Source: an optimization exercise on an open RTL-to-GDS flow (aim: small area, a short achievable clock period and few clock cycles per item). Production flows keep margins and buffers that such runs may drop.
RTL that was checked went through simulation tests only; none was proved equivalent to the original.

==> flow/design.v (excerpt) <==
module scr_engine (
    input  wire        clk,
    input  wire        rst,
    input  wire        cfg_we,
    input  wire [3:0]  cfg_addr,
    input  wire [31:0] cfg_wdata,
    input  wire        in_valid,
    output reg         in_ready,
    input  wire [14:0] in_x,
    input  wire [17:0] in_y,
    input  wire [7:0]  in_value,
    input  wire [1:0]  in_tag,
    input  wire [1:0]  in_fmt,
    output reg         tone_re,
    output wire [10:0] tone_addr0,
    output wire [10:0] tone_addr1,
    input  wire [15:0] tone_rdata0,
    input  wire [15:0] tone_rdata1,
    output reg         tile_re,
    output reg  [17:0] tile_addr,
    input  wire [15:0] tile_rdata,
    output reg         out_valid,
    output reg  [3:0]  out_code,
    output reg  [11:0] out_tone,
    output reg  [7:0]  out_base,
    output reg  [7:0]  out_slope
);
==> flow/config.mk <==
export PLATFORM = sky130hd
export DESIGN_NAME = scr_engine
export DESIGN_NICKNAME = scr_engine
export VERILOG_FILES = /design/flow/design.v
export SDC_FILE = /design/flow/constraint.sdc
export NUM_CORES = 4
export LEC_CHECK = 0
export ABC_AREA = 1
export CAP_MARGIN = 20
export CORE_MARGIN = 2
export CORE_UTILIZATION = 70
export CTS_BUF_LIST = sky130_fd_sc_hd__clkbuf_16
export CTS_CLUSTER_DIAMETER = 80
export CTS_CLUSTER_SIZE = 32
export SLEW_MARGIN = 20
==> flow/constraint.sdc <==
create_clock -name core_clock -period 110.0 [get_ports {clk}]
set_input_delay 22.0000 -clock core_clock [delete_from_list [all_inputs] [get_ports {clk}]]
set_output_delay 22.0000 -clock core_clock [all_outputs]
set_load 0.01 [all_outputs]
standard.sh (not shown) runs the stock make flow with config.mk's settings and CLKGATE_MAP_FILE= SYNTH_SCRIPT=/design/flow/synth_recipe.tcl, a recipe that flattens the netlist after the stock synthesis.
==> flow/flow/run.sh <==
#!/bin/bash
# The standard layout (standard.sh, all steps), except that the buffers
# placed on the input and output ports are buf_1 cells instead of the slow
# delay buffer buffer_ports picks by default. Each port still gets its own
# buffer; the clock, constraints and everything else are unchanged.
set -e
export BUFFER_PORTS_ARGS="-buffer_cell sky130_fd_sc_hd__buf_1"
bash standard.sh > standard.log 2>&1
Testbench counts at the start, summed over its fixed seeds: cycles 31,609, items 30,805.
Edit:
Settings changed: CTS_CLUSTER_DIAMETER 80 to 120, CTS_CLUSTER_SIZE 32 to 24.
The changed run produced a clean layout.
Sequential share of layout area is higher by 0.22 points.
Final cell count barely changes.
Utilization is lower by 0.39 points.
Edit:
==> flow/flow/run.sh (replaced) <==
#!/bin/bash
# The standard layout (standard.sh, all steps), except that the buffers
# placed on the input and output ports are buf_2 cells instead of the slow
# delay buffer buffer_ports picks by default. Each port still gets its own
# buffer; the clock, constraints and everything else are unchanged.
set -e
export BUFFER_PORTS_ARGS="-buffer_cell sky130_fd_sc_hd__buf_2"
bash standard.sh > standard.log 2>&1
Settings changed: CTS_CLUSTER_DIAMETER 120 to 90, CTS_CLUSTER_SIZE 24 to 28.
What happened: Worst hold slack gets worse by 0.0058 ns.


harbor:
Another version of the RTL of scr_engine (not shown whole).
For scale: ~5800 cells after synthesis, about 860 flip-flops, ~210 I/O pins, roughly 0.053 mm² of cells after synthesis.
clock: 110.0 ns
lec_check: 0
abc_area: 1
cap_margin: 20
core_margin: 2
core_utilization: 60
cts_buf_list: sky130_fd_sc_hd__clkbuf_8
cts_cluster_size: 20
slew_margin: 20
run.sh (not shown) runs the stock make flow with config.mk's settings and CLKGATE_MAP_FILE= SYNTH_SCRIPT=/design/flow/synth_recipe.tcl, a recipe that flattens the netlist after the stock synthesis.
Stock flow here: none of the scripts above is used.
Changes in garnet relative to harbor:
- CTS_BUF_LIST removed (was sky130_fd_sc_hd__clkbuf_8)
- CORE_UTILIZATION changed from 60 to 40
- CTS_CLUSTER_SIZE removed (was 20)
- ABC_AREA removed (was 1)
==> comparison <==
| multiplexer area fraction after synthesis | garnet vs harbor | 6.8 points higher |
Of the two values seen for top metal layer carrying routed signals, met5 was produced by garnet and met4 by harbor.
Comparing harbor and garnet, the higher worst slew margin relative to its limit is on garnet.
garnet ends up with a overall die area that is 0.045 mm² higher than in harbor.
Diff harbor -> garnet: multi-input gate share of total cell area saw an increase, non-clock buffer count saw a decrease, design area saw an increase, total core area saw an increase.
No run of this note included a check of the RTL's function; only the layout flow was run.


## the previous run
Another version of the RTL of scr_engine (not shown whole).
Size: roughly 6000 cells after synthesis, roughly 930 flip-flops, ~55000 um2 of cells after synthesis.
==> flow/config.mk <==
export PLATFORM = sky130hd
export DESIGN_NAME = scr_engine
export DESIGN_NICKNAME = scr_engine
export VERILOG_FILES = /design/flow/design.v
export SDC_FILE = /design/flow/constraint.sdc
export NUM_CORES = 4
export LEC_CHECK = 0
export ABC_AREA = 1
export CAP_MARGIN = 5
export CORE_MARGIN = 2
export CORE_UTILIZATION = 60
export CTS_BUF_LIST = sky130_fd_sc_hd__clkbuf_16
export CTS_CLUSTER_DIAMETER = 90
export CTS_CLUSTER_SIZE = 28
export SLEW_MARGIN = 5
==> flow/constraint.sdc <==
create_clock -name core_clock -period 110.0 [get_ports {clk}]
set_input_delay 22.0000 -clock core_clock [delete_from_list [all_inputs] [get_ports {clk}]]
set_output_delay 22.0000 -clock core_clock [all_outputs]
set_load 0.01 [all_outputs]
standard.sh (not shown) runs the stock make flow with config.mk's settings and CLKGATE_MAP_FILE= SYNTH_SCRIPT=/design/flow/synth_recipe.tcl, a recipe that flattens the netlist after the stock synthesis.
==> flow/flow/run.sh <==
#!/bin/bash
# The standard layout (standard.sh, all steps), except that the buffers
# placed on the input and output ports are buf_2 cells instead of the slow
# delay buffer buffer_ports picks by default. Each port still gets its own
# buffer; the clock, constraints and everything else are unchanged.
set -e
export BUFFER_PORTS_ARGS="-buffer_cell sky130_fd_sc_hd__buf_2"
bash standard.sh > standard.log 2>&1
Input changes introduced in the current run (baseline for comparison: the previous run):
- changing CAP_MARGIN from 5 to 20
- changing SLEW_MARGIN from 5 to 20
--- outcome ---
Final worst hold slack across the previous run and the current run: no real change. Timing, DRC, antenna: 0 failures across the previous run and the current run.
Function was not checked in any run of this note: the RTL went through the layout flow alone.

[afterwards: timing with drivers on the ports]
The flow's constraints put no driver on any port. The routed layouts listed below were extracted and timed again, unchanged, in two steps.
Step 1 sets driving cells, clkbuf_16 on the clock port and buf_2 on the other inputs (assumed; they add their load-dependent delay and slew).
Step 2 adds t to the input delays and takes it off the output delays; t is the mean of the earliest and latest rising clock arrival at the registers after step 1. Input paths then give back, and output paths get back, about the clock's delay inside the block.
a / b / c = ideal ports / drivers / drivers and shift; a / b = the first two.
run | t (ns) | setup slack, ns | hold slack, ns | clock arrival spread, ns | worst data-port slew with drivers (ns)
the first run of note 1 | 0.695 | 86.804 / 86.737 / 86.955 | 0.328 / 0.328 / 0.328 | 0.057 / 0.056 | 0.05
the second run of note 1 | 0.699 | 86.810 / 86.741 / 86.927 | 0.322 / 0.322 / 0.322 | 0.058 / 0.057 | 0.05
the third run of note 1 | 0.703 | 86.822 / 86.752 / 87.305 | 0.316 / 0.316 / 0.316 | 0.043 / 0.043 | 0.05
harbor | 0.876 | 86.302 / 86.236 / 86.548 | 0.323 / 0.323 / 0.323 | 0.072 / 0.072 | 0.07
garnet | 0.758 | 86.339 / 86.267 / 86.499 | 0.325 / 0.325 / 0.325 | 0.056 / 0.057 | 0.12
the previous run | 0.738 | 86.582 / 86.507 / 87.192 | 0.333 / 0.333 / 0.333 | 0.051 / 0.051 | 0.05
the current run | 0.742 | 86.584 / 86.508 / 87.194 | 0.333 / 0.333 / 0.333 | 0.057 / 0.058 | 0.05
After both steps setup and hold are still met in every run listed.
